What follows belongs to an exercise in optimizing a design on an open flow for small area, a short achievable clock period and few clock cycles per item; a production flow would make more cautious choices.
At most, simulation tests tie the RTL to the original design; equivalence was not proved.
Power and IR drop assume default switching activity.

run E:
==> flow/design.v (excerpt) <==
module damask_ga (
    input  wire        clk,
    input  wire        rst,         
    input  wire        start,       
    input  wire [47:0] acc,         
    input  wire [7:0]  dks,         
    input  wire [3:0]  cls,         
    input  wire [15:0] age_gmax,    
    input  wire        age_en,      
    output reg         dec_rd,      
    output reg  [3:0]  dec_cls,     
    output reg  [5:0]  dec_idx,     
    input  wire [15:0] dec_data,    
    output reg         done,        
    output reg  [15:0] ga,          
    output reg         age_cap      
);
Settings: LEC_CHECK=0, ABC_AREA=1, CAP_MARGIN=20, CORE_MARGIN=2, CORE_UTILIZATION=50, CTS_CLUSTER_DIAMETER=60, CTS_CLUSTER_SIZE=12, SLEW_MARGIN=20; clock period 12.0 ns.
standard.sh (not shown) runs the stock make flow with config.mk's settings and CLKGATE_MAP_FILE= SYNTH_SCRIPT=/design/flow/synth_recipe.tcl, a recipe that flattens the netlist after the stock synthesis.
==> flow/flow/run.sh <==
#!/bin/bash
# Standard layout with two changes to how it is made (the clock and the
# constraints are unchanged):
#  - the timing repair steps aim for more setup slack than the period needs;
#  - the port buffers are plain buffers instead of the delay cells that
#    buffer_ports picks by default.
set -euo pipefail
export SETUP_SLACK_MARGIN=${MARGIN:-8.5}
export BUFFER_PORTS_ARGS="-buffer_cell sky130_fd_sc_hd__buf_2"
bash standard.sh > standard.log 2>&1
The following lists how run C was set up differently from run E:
--- a/flow/design.v
+++ b/flow/design.v
@@ -29,14 +29,15 @@
     reg [15:0] dd;       
     reg        eq;       
     reg        stop_d;   
     reg [7:0]  Bsel;     
     reg [6:0]  nzr;      
     reg [1:0]  fbr;      
+    reg [17:0] T3;       
     reg f_lin, f_int, f_c16, f_c14, f_c10, f_c18, f_late, f_c26;
-    reg f_int1, f_int3, f_int10, f_far2, f_div0, f_last, g;
+    reg f_int1, f_int3, f_int10, f_far2, f_div0, f_last, g, g2;
     wire in_idle = st[I_IDLE];
     wire in_str  = st[I_STR];
     wire in_int  = st[I_INT];
     wire in_far  = st[I_FAR];
     wire in_div  = st[I_DIV];
     wire in_cap  = st[I_CAP];
@@ -85,19 +86,26 @@
     wire [16:0] Lload = in_idle ? 17'd32768
                       : f_int3  ? {1'b0, dd} + 17'd8192
                       : f_far2  ? {1'b0, dec_data}
                       : L;
     wire [16:0] Lnext = tail ? Ltail : (f_lin | f_int) ? Lstep : Lload;
     wire [16:0] V    = L;
-    wire [16:0] x1   = {X, ga[15]};
-    wire [17:0] d1   = {1'b0, x1} - {1'b0, V};
-    wire        q1   = ~d1[17];
-    wire [15:0] r1   = q1 ? d1[15:0] : x1[15:0];
+    wire [17:0] y    = {X, ga[15], ga[14]};
+    wire [18:0] e1   = {1'b0, y} - {2'b0, V};
+    wire [18:0] e2   = {1'b0, y} - {1'b0, V, 1'b0};
+    wire [18:0] e3   = {1'b0, y} - {1'b0, T3};
+    wire        k3   = ~e3[18];
+    wire        k2   = ~e2[18];
+    wire        k1   = ~e1[18];
+    wire        q1   = k2;                           
+    wire        q2   = k3 | (~k2 & k1);              
+    wire [15:0] r1   = k3 ? e3[15:0] : k2 ? e2[15:0] : k1 ? e1[15:0] : y[15:0];
     wire        sat  = f_div0 & (V <= 17'd8192);
-    wire        gt   = eq & q1 & ~g;
-    wire        eq2  = eq & (q1 == g);
+    wire        eq1  = eq & (q1 == g);
+    wire        gt   = ~f_div0 & ((eq & q1 & ~g) | (eq1 & q2 & ~g2));
+    wire        eq2  = eq1 & (q2 == g2);
     wire        xit  = in_div & (sat | gt);
     reg [5:0] st_n;
     reg [4:0] c_n;
     always @(*) begin
         st_n = st;
         c_n  = c + 5'd1;
@@ -120,16 +128,17 @@
             if (in_far & f_far2)  begin st_n = 6'd1 << I_DIV; c_n = 5'd0; end
             if (in_div & (xit | (f_last & ~eq2))) st_n = 6'd1 << I_IDLE;
             if (in_div & f_last & eq2 & ~xit)      st_n = 6'd1 << I_CAP;
             if (in_cap)                            st_n = 6'd1 << I_IDLE;
         end
     end
-    wire n_str = ~rst & ((in_idle & start & age_en)
+    wire n_str = ~rst & ((in_idle & start & age_en & ~far_early)
                | (in_str & ~str_far & ~str_int & ~lin_now));
     wire n_int = ~rst & ((in_str & str_int) | (in_int & ~f_int10));
-    wire n_far = ~rst & ((in_str & str_far) | (in_far & ~f_far2));
+    wire n_far = ~rst & ((in_idle & start & age_en & far_early)
+               | (in_str & str_far) | (in_far & ~f_far2));
     wire n_div = ~rst & ((in_str & lin_now) | (in_int & f_int10)
                | (in_far & f_far2) | (in_div & ~f_last));
     always @(posedge clk) begin
         st <= st_n;
         c  <= c_n;
         f_lin   <= n_str & (c_n >= 5'd6) & (c_n <= 5'd18);
@@ -142,14 +151,16 @@
         f_c26   <= (c_n == 5'd26);
         f_int1  <= n_int & (c_n == 5'd1);
         f_int3  <= n_int & (c_n == 5'd3);
         f_int10 <= n_int & (c_n == 5'd10);
         f_far2  <= n_far & (c_n == 5'd2);
         f_div0  <= n_div & (c_n == 5'd0);
-        f_last  <= n_div & (c_n == 5'd15);
-        g       <= age_gmax[4'd15 - c_n[3:0]];
+        f_last  <= n_div & (c_n == 5'd8);
+        g       <= age_gmax[{3'd0 - c_n[2:0], 1'b1}];      
+        g2      <= age_gmax[{3'd0 - c_n[2:0], 1'b0}];
+        T3      <= {1'b0, L} + {L, 1'b0};
         done    <= 1'b0;
         dec_rd  <= ~rst;
         dec_cls <= cls;
         dd      <= dec_data;
         dk      <= dks;
         pa      <= pa_n;
@@ -162,28 +173,28 @@
             fbr <= odd_n2 ? W[4:3] : W[3:2];
         else
             fbr <= sumR[1:0];
         R       <= in_str ? sumR[9:2] : 8'd128;
         L       <= Lnext;
         stop_d  <= stop & in_str;
-        eq      <= in_div ? eq2 : 1'b1;
+        eq      <= (in_div & ~f_div0) ? eq2 : 1'b1;
         if ((in_str & ~(str_late & stop)) | f_int)
             W <= {sumR[1:0], W[17:2]};
         if (in_str & str_int)
             odd <= odd_n;
         if (in_idle)
             X <= 16'd32768;
-        else if (in_div)
+        else if (in_div & ~f_div0)
             X <= r1;
         else if (f_c18 | in_far | f_int10)
             X <= 16'd8192;
         else if (f_int3)
             X <= dd;
         if (in_div)
             ga <= (gt | sat) ? age_gmax
-                : f_div0 ? {L[15:1], q1} : {ga[14:0], q1};
+                : f_div0 ? {1'b0, L[15:1]} : {ga[13:0], q1, q2};
         else if (in_cap)
             ga <= age_gmax;
         else
             ga <= 16'd16384;
         if (in_div & (sat | gt))
             age_cap <= 1'b1;
Notes after the runs:
Run C went all the way through the flow, and no timing, DRC or antenna check failed. On area added between synthesis and finish: run C sits below run E. [run C] area of the die rose 0.0072 mm2 relative to run E. Comparing run C and run E, the lower critical path depth was measured on run E. Run C: sequential share of layout area 4.3 points below run E. Run C packs its core looser than run E. Going from run E to run C, setup slack flat, fill cell instance count of the final layout up 752, share of the clock period used by the worst path after layout flat. Summary of the comparison: worst slack on hold paths is lower in run C, relative to run E. Final routed wirelength across all metal layers up 13000 um in run C wrt run E. Run C vs. run E: via count normalized by instance count went up by about 3%. Run C vs. run E: peak per-stage delay on the critical path fell by 0.23 ns, portion of the layout cell area used by non-clock buffers fell by 1.3 points, post-CTS clock slew at the launch and capture registers of the worst setup and hold paths stayed essentially flat. Launch point of the critical path: rst -> run C, dec_idx[4] -> run E.
No functional check of the RTL was part of any run of this note.

* * *

The RTL this note starts from:
==> flow/design.v <==
module damask_ga (
    input  wire        clk,
    input  wire        rst,         
    input  wire        start,       
    input  wire [47:0] acc,         
    input  wire [7:0]  dks,         
    input  wire [3:0]  cls,         
    input  wire [15:0] age_gmax,    
    input  wire        age_en,      
    output reg         dec_rd,      
    output reg  [3:0]  dec_cls,     
    output reg  [5:0]  dec_idx,     
    input  wire [15:0] dec_data,    
    output reg         done,        
    output reg  [15:0] ga,          
    output reg         age_cap      
);
    localparam I_IDLE = 0, I_STR = 1, I_INT = 2, I_FAR = 3, I_DIV = 4, I_CAP = 5;
    reg [5:0]  st;
    reg [4:0]  c;        
    reg [1:0]  pa;       
    reg        pz;       
    reg [7:0]  dk;       
    reg [7:0]  R;        
    reg [17:0] W;        
    reg        odd;      
    reg [16:0] L;        
    reg [15:0] X;        
    reg [15:0] dd;       
    reg        eq;       
    reg        stop_d;   
    reg [7:0]  Bsel;     
    reg [6:0]  nzr;      
    reg [1:0]  fbr;      
    reg f_lin, f_int, f_c17, f_c15, f_c11, f_end, f_c18, f_late, f_c26;
    reg f_int1, f_int3, f_int10, f_far2, f_div0, f_last, g;
    wire in_idle = st[I_IDLE];
    wire in_str  = st[I_STR];
    wire in_int  = st[I_INT];
    wire in_far  = st[I_FAR];
    wire in_div  = st[I_DIV];
    wire in_cap  = st[I_CAP];
    wire [55:0] accx = {7'd0, acc, 1'b0};               
    wire [6:0]  nzb;                                     
    genvar gi;
    generate for (gi = 0; gi < 7; gi = gi + 1) begin : NZ
        assign nzb[gi] = |accx[8*gi +: 8];
    end endgenerate
    wire [7:0]  Bs   = Bsel >> {c[1:0], 1'b0};
    wire [6:0]  nzab = nzr >> c[4:2];                    
    wire        abv  = |nzab[6:1];
    wire        pz_r = ~(|Bs | abv) | (dk == 8'd0);       
    wire        pz_n = in_idle ? ~(|acc & |dks) : pz_r;
    wire [1:0]  pa_n = in_idle ? {acc[0], 1'b0} : Bs[1:0];
    wire far_early = (|acc[47:42] & dks[7])
                   | (|acc[47:43] & |dks[7:6])
                   | (|acc[47:44] & |dks[7:5])
                   | (|acc[47:45] & |dks[7:4])
                   | (|acc[47:46] & |dks[7:3])
                   | ( acc[47]    & |dks[7:2]);
    wire [9:0] sumR = {2'b0, R} + (pa[0] ? {2'b0, dk} : 10'd0)
                                + (pa[1] ? {1'b0, dk, 1'b0} : 10'd0);
    wire       stop  = pz & (R == 8'd0);       
    wire       odd_n = W[17];
    wire [1:0] m2    = odd_n ? W[16:15] : W[15:14];
    wire [2:0] cj    = c[2:0] - 3'd3;            
    wire [5:0] j     = {cj, odd_n, m2};
    wire lin_now  = in_str & f_c18 & stop;
    wire str_late = in_str & f_late;
    wire str_far  = str_late & (stop ? (j == 6'd63) : f_c26);
    wire       stop_nx = pz_r & (sumR[9:2] == 8'd0);
    wire       odd_x   = sumR[1];
    wire [1:0] m2_x    = odd_x ? {sumR[0], W[17]} : W[17:16];
    wire [5:0] j_x     = {c[2:0] - 3'd2, odd_x, m2_x};   
    wire pre_int  = in_str & (f_c18 | f_late) & ~stop & stop_nx & (j_x != 6'd63);
    wire str_int0 = str_late & stop & (j != 6'd63);
    wire str_int  = str_int0 | pre_int;
    wire [5:0] j_e   = pre_int ? j_x : j;
    wire       odd_e = pre_int ? odd_x : odd_n;
    wire tail     = in_str & f_c17 & stop_d;
    wire lin_end  = lin_now | (tail & f_end);
    wire odd_n2   = in_str ? odd_n : odd;
    wire [1:0] fb = fbr;
    wire [15:0] s0 = fb[0] ? dd : X;
    wire [15:0] s1 = fb[1] ? dd : X;
    wire [18:0] sumL = {2'b0, L} + {3'b0, s0} + {2'b0, s1, 1'b0};
    wire [16:0] Lstep = sumL[18:2];
    wire signed [15:0] u  = {~L[15], L[14:0]};
    wire signed [15:0] u8 = u >>> 8;
    wire signed [15:0] u4 = u >>> 4;
    wire [16:0] Ltail = f_c11 ? {1'b0, L[15], {15{~L[15]}}}
                      : f_c15 ? {1'b0, ~u8[15], u8[14:0]}
                              : {1'b0, ~u4[15], u4[14:0]};
    wire [16:0] Lload = in_idle ? 17'd32768
                      : f_int3  ? {1'b0, dd} + 17'd8192
                      : f_far2  ? {1'b0, dec_data}
                      : L;
    wire [16:0] Lnext = tail ? Ltail : (f_lin | f_int) ? Lstep : Lload;
    wire [16:0] V    = L;
    wire [16:0] x1   = {X, ga[15]};
    wire [17:0] d1   = {1'b0, x1} - {1'b0, V};
    wire        q1   = ~d1[17];
    wire [15:0] r1   = q1 ? d1[15:0] : x1[15:0];
    wire        sat  = f_div0 & (V <= 17'd8192);
    wire        gt   = eq & q1 & ~g;
    wire        eq2  = eq & (q1 == g);
    wire        xit  = in_div & (sat | gt);
    reg [5:0] st_n;
    reg [4:0] c_n;
    always @(*) begin
        st_n = st;
        c_n  = c + 5'd1;
        if (rst) begin
            st_n = 6'd1 << I_IDLE;
            c_n  = 5'd0;
        end else begin
            if (in_idle) begin
                c_n = 5'd1;
                if (start & age_en)
                    st_n = far_early ? (6'd1 << I_FAR) : (6'd1 << I_STR);
            end
            if (in_str) begin
                if (str_far)      begin st_n = 6'd1 << I_FAR; c_n = 5'd1; end
                else if (str_int) begin st_n = 6'd1 << I_INT; c_n = 5'd1; end
                else if (lin_end) begin st_n = 6'd1 << I_DIV; c_n = 5'd0; end
                else if (tail)    c_n = c + (f_c11 ? 5'd8 : f_c15 ? 5'd4 : 5'd2);
            end
            if (in_int & f_int10) begin st_n = 6'd1 << I_DIV; c_n = 5'd0; end
            if (in_far & f_far2)  begin st_n = 6'd1 << I_DIV; c_n = 5'd0; end
            if (in_div & (xit | (f_last & ~eq2))) st_n = 6'd1 << I_IDLE;
            if (in_div & f_last & eq2 & ~xit)      st_n = 6'd1 << I_CAP;
            if (in_cap)                            st_n = 6'd1 << I_IDLE;
        end
    end
    wire n_str = ~rst & ((in_idle & start & age_en)
               | (in_str & ~str_far & ~str_int & ~lin_end));
    wire n_int = ~rst & ((in_str & str_int) | (in_int & ~f_int10));
    wire n_far = ~rst & ((in_str & str_far) | (in_far & ~f_far2));
    wire n_div = ~rst & ((in_str & lin_end) | (in_int & f_int10)
               | (in_far & f_far2) | (in_div & ~f_last));
    always @(posedge clk) begin
        st <= st_n;
        c  <= c_n;
        f_lin   <= n_str & (c_n >= 5'd6) & (c_n <= 5'd18);
        f_int   <= n_int & (c_n >= 5'd4);
        f_c17   <= n_str & (c_n <= 5'd17);
        f_c15   <= (c_n <= 5'd15);
        f_c11   <= (c_n <= 5'd11);
        f_end   <= (c_n == 5'd11) | (c_n == 5'd15) | (c_n == 5'd17);
        f_c18   <= n_str & (c_n == 5'd18);
        f_late  <= n_str & (c_n >= 5'd19);
        f_c26   <= (c_n == 5'd26);
        f_int1  <= n_int & (c_n == 5'd1);
        f_int3  <= n_int & (c_n == 5'd3);
        f_int10 <= n_int & (c_n == 5'd10);
        f_far2  <= n_far & (c_n == 5'd2);
        f_div0  <= n_div & (c_n == 5'd0);
        f_last  <= n_div & (c_n == 5'd15);
        g       <= age_gmax[4'd15 - c_n[3:0]];
        done    <= 1'b0;
        dec_rd  <= ~rst;
        dec_cls <= cls;
        dd      <= dec_data;
        dk      <= dks;
        pa      <= pa_n;
        pz      <= pz_n;
        Bsel    <= (c_n[4:2] < 3'd7) ? accx[8*c_n[4:2] +: 8] : 8'd0;
        nzr     <= nzb;
        if (n_int & (c_n == 5'd4))
            fbr <= odd_n2 ? W[2:1] : W[1:0];
        else if (n_int)
            fbr <= odd_n2 ? W[4:3] : W[3:2];
        else
            fbr <= sumR[1:0];
        R       <= in_str ? sumR[9:2] : 8'd128;
        L       <= Lnext;
        stop_d  <= stop & in_str;
        eq      <= in_div ? eq2 : 1'b1;
        if ((in_str & ~(str_late & stop)) | f_int)
            W <= {sumR[1:0], W[17:2]};
        if (in_str & str_int)
            odd <= odd_e;
        if (in_idle)
            X <= 16'd32768;
        else if (in_div)
            X <= r1;
        else if (f_c18 | (tail & f_end) | in_far | f_int10)
            X <= 16'd8192;
        else if (f_int3)
            X <= dd;
        if (in_div)
            ga <= (gt | sat) ? age_gmax
                : f_div0 ? {L[15:1], q1} : {ga[14:0], q1};
        else if (in_cap)
            ga <= age_gmax;
        else
            ga <= 16'd16384;
        if (in_div & (sat | gt))
            age_cap <= 1'b1;
        else if (in_cap)
            age_cap <= ({X, 1'b0} > V);
        else
            age_cap <= 1'b0;
        if (in_idle)
            dec_idx <= (start & far_early) ? 6'd63 : 6'd0;
        else if (in_str)
            dec_idx <= str_far ? 6'd63 : str_int ? j_e : 6'd0;
        else if (f_int1)
            dec_idx <= dec_idx + 6'd1;
        if (rst)
            done <= 1'b0;
        else
            done <= (in_idle & start & ~age_en) | xit
                  | (in_div & f_last & ~eq2) | in_cap;
    end
endmodule
==> flow/config.mk <==
export PLATFORM = sky130hd
export DESIGN_NAME = damask_ga
export DESIGN_NICKNAME = damask_ga
export VERILOG_FILES = /design/flow/design.v
export SDC_FILE = /design/flow/constraint.sdc
export NUM_CORES = 4
export LEC_CHECK = 0
export ABC_AREA = 1
export CAP_MARGIN = 20
export CORE_MARGIN = 2
export CORE_UTILIZATION = 50
export CTS_CLUSTER_DIAMETER = 60
export CTS_CLUSTER_SIZE = 12
export SLEW_MARGIN = 20
==> flow/constraint.sdc <==
create_clock -name core_clock -period 12.0 [get_ports {clk}]
set_input_delay 2.4000 -clock core_clock [delete_from_list [all_inputs] [get_ports {clk}]]
set_output_delay 2.4000 -clock core_clock [all_outputs]
set_load 0.01 [all_outputs]
Scripts as last shown in full above: flow/flow/run.sh
Edit:
--- a/flow/design.v
+++ b/flow/design.v
@@ -33,5 +33,5 @@
     reg [6:0]  nzr;      
     reg [1:0]  fbr;      
-    reg f_lin, f_int, f_c17, f_c15, f_c11, f_end, f_c18, f_late, f_c26;
+    reg f_lin, f_int, f_c16, f_c14, f_c10, f_c18, f_late, f_c26;
     reg f_int1, f_int3, f_int10, f_far2, f_div0, f_last, g;
     wire in_idle = st[I_IDLE];
@@ -50,6 +50,6 @@
     wire [6:0]  nzab = nzr >> c[4:2];                    
     wire        abv  = |nzab[6:1];
-    wire        pz_r = ~(|Bs | abv) | (dk == 8'd0);       
-    wire        pz_n = in_idle ? ~(|acc & |dks) : pz_r;
+    wire        pz_n = in_idle ? ~(|acc & |dks)
+                               : (~(|Bs | abv) | (dk == 8'd0));
     wire [1:0]  pa_n = in_idle ? {acc[0], 1'b0} : Bs[1:0];
     wire far_early = (|acc[47:42] & dks[7])
@@ -69,15 +69,6 @@
     wire str_late = in_str & f_late;
     wire str_far  = str_late & (stop ? (j == 6'd63) : f_c26);
-    wire       stop_nx = pz_r & (sumR[9:2] == 8'd0);
-    wire       odd_x   = sumR[1];
-    wire [1:0] m2_x    = odd_x ? {sumR[0], W[17]} : W[17:16];
-    wire [5:0] j_x     = {c[2:0] - 3'd2, odd_x, m2_x};   
-    wire pre_int  = in_str & (f_c18 | f_late) & ~stop & stop_nx & (j_x != 6'd63);
-    wire str_int0 = str_late & stop & (j != 6'd63);
-    wire str_int  = str_int0 | pre_int;
-    wire [5:0] j_e   = pre_int ? j_x : j;
-    wire       odd_e = pre_int ? odd_x : odd_n;
-    wire tail     = in_str & f_c17 & stop_d;
-    wire lin_end  = lin_now | (tail & f_end);
+    wire str_int  = str_late & stop & (j != 6'd63);
+    wire tail     = in_str & f_c16 & stop_d;
     wire odd_n2   = in_str ? odd_n : odd;
     wire [1:0] fb = fbr;
@@ -89,6 +80,6 @@
     wire signed [15:0] u8 = u >>> 8;
     wire signed [15:0] u4 = u >>> 4;
-    wire [16:0] Ltail = f_c11 ? {1'b0, L[15], {15{~L[15]}}}
-                      : f_c15 ? {1'b0, ~u8[15], u8[14:0]}
+    wire [16:0] Ltail = f_c10 ? {1'b0, L[15], {15{~L[15]}}}
+                      : f_c14 ? {1'b0, ~u8[15], u8[14:0]}
                               : {1'b0, ~u4[15], u4[14:0]};
     wire [16:0] Lload = in_idle ? 17'd32768
@@ -123,6 +114,6 @@
                 if (str_far)      begin st_n = 6'd1 << I_FAR; c_n = 5'd1; end
                 else if (str_int) begin st_n = 6'd1 << I_INT; c_n = 5'd1; end
-                else if (lin_end) begin st_n = 6'd1 << I_DIV; c_n = 5'd0; end
-                else if (tail)    c_n = c + (f_c11 ? 5'd8 : f_c15 ? 5'd4 : 5'd2);
+                else if (lin_now) begin st_n = 6'd1 << I_DIV; c_n = 5'd0; end
+                else if (tail)    c_n = c + (f_c10 ? 5'd8 : f_c14 ? 5'd4 : 5'd2);
             end
             if (in_int & f_int10) begin st_n = 6'd1 << I_DIV; c_n = 5'd0; end
@@ -133,9 +124,10 @@
         end
     end
-    wire n_str = ~rst & ((in_idle & start & age_en)
-               | (in_str & ~str_far & ~str_int & ~lin_end));
+    wire n_str = ~rst & ((in_idle & start & age_en & ~far_early)
+               | (in_str & ~str_far & ~str_int & ~lin_now));
     wire n_int = ~rst & ((in_str & str_int) | (in_int & ~f_int10));
-    wire n_far = ~rst & ((in_str & str_far) | (in_far & ~f_far2));
-    wire n_div = ~rst & ((in_str & lin_end) | (in_int & f_int10)
+    wire n_far = ~rst & ((in_idle & start & age_en & far_early)
+               | (in_str & str_far) | (in_far & ~f_far2));
+    wire n_div = ~rst & ((in_str & lin_now) | (in_int & f_int10)
                | (in_far & f_far2) | (in_div & ~f_last));
     always @(posedge clk) begin
@@ -144,8 +136,7 @@
         f_lin   <= n_str & (c_n >= 5'd6) & (c_n <= 5'd18);
         f_int   <= n_int & (c_n >= 5'd4);
-        f_c17   <= n_str & (c_n <= 5'd17);
-        f_c15   <= (c_n <= 5'd15);
-        f_c11   <= (c_n <= 5'd11);
-        f_end   <= (c_n == 5'd11) | (c_n == 5'd15) | (c_n == 5'd17);
+        f_c16   <= n_str & (c_n <= 5'd16);
+        f_c14   <= (c_n <= 5'd14);
+        f_c10   <= (c_n <= 5'd10);
         f_c18   <= n_str & (c_n == 5'd18);
         f_late  <= n_str & (c_n >= 5'd19);
@@ -180,10 +171,10 @@
             W <= {sumR[1:0], W[17:2]};
         if (in_str & str_int)
-            odd <= odd_e;
+            odd <= odd_n;
         if (in_idle)
             X <= 16'd32768;
         else if (in_div)
             X <= r1;
-        else if (f_c18 | (tail & f_end) | in_far | f_int10)
+        else if (f_c18 | in_far | f_int10)
             X <= 16'd8192;
         else if (f_int3)
@@ -205,5 +196,5 @@
             dec_idx <= (start & far_early) ? 6'd63 : 6'd0;
         else if (in_str)
-            dec_idx <= str_far ? 6'd63 : str_int ? j_e : 6'd0;
+            dec_idx <= str_far ? 6'd63 : str_int ? j : 6'd0;
         else if (f_int1)
             dec_idx <= dec_idx + 6'd1;
- The changed run finished with timing, DRC and antenna clean
- synthesized area decreases by 4.3%
- final cell count decreases by 4.5%
- sequential power increases by about 0.8%
- clock-buffer cell count does not change
- flip-flop and latch count decreases by 1
- core utilization decreases by 2.6 points
- non-clock buffer count decreases by 25
- global-route usage increases by 0.90 points
Testbench counts after the change, summed over its fixed seeds: cycles 499,723, lamps 16,000.
For the first run of this note, only the layout was checked, not whether the RTL still works.

-- port drivers added, routing unchanged --
The flow's constraints put no driver on any port. The routed layouts listed below were extracted and timed again, unchanged, in two steps.
Step 1, drivers: a clkbuf_16 drives clk and a buf_2 each remaining input, both assumed.
Step 2 times the ports against the registers' clock, not the clock port: input delays grow and output delays shrink by t, the midpoint of the rising clock arrivals with the driver on.
a / b / c = ideal ports / drivers / drivers and shift; a / b = the first two.
| run | shift t [ns] | setup WS [ns] | worst hold slack (ns) | clock arrival spread, ns | pins driven straight from the clock port |
|---|---|---|---|---|---|
| run E | 0.486 | 8.527 / 8.481 / 8.113 | 0.424 / 0.424 / 0.424 | 0.018 / 0.018 | 1 |
| run C | 0.509 | 8.525 / 8.475 / 8.053 | 0.421 / 0.421 / 0.421 | 0.023 / 0.024 | 1 |
| the first run of note 2 | 0.486 | 8.356 / 8.377 / 7.891 | 0.421 / 0.421 / 0.421 | 0.012 / 0.012 | 1 |
| the second run of note 2 | 0.484 | 8.538 / 8.487 / 8.064 | 0.416 / 0.416 / 0.416 | 0.012 / 0.013 | 1 |
After both steps setup and hold are still met in every run listed. For the second run of note 2, which loses most, drivers alone change the setup slack by -0.051 ns; drivers and shift together by -0.474 ns.
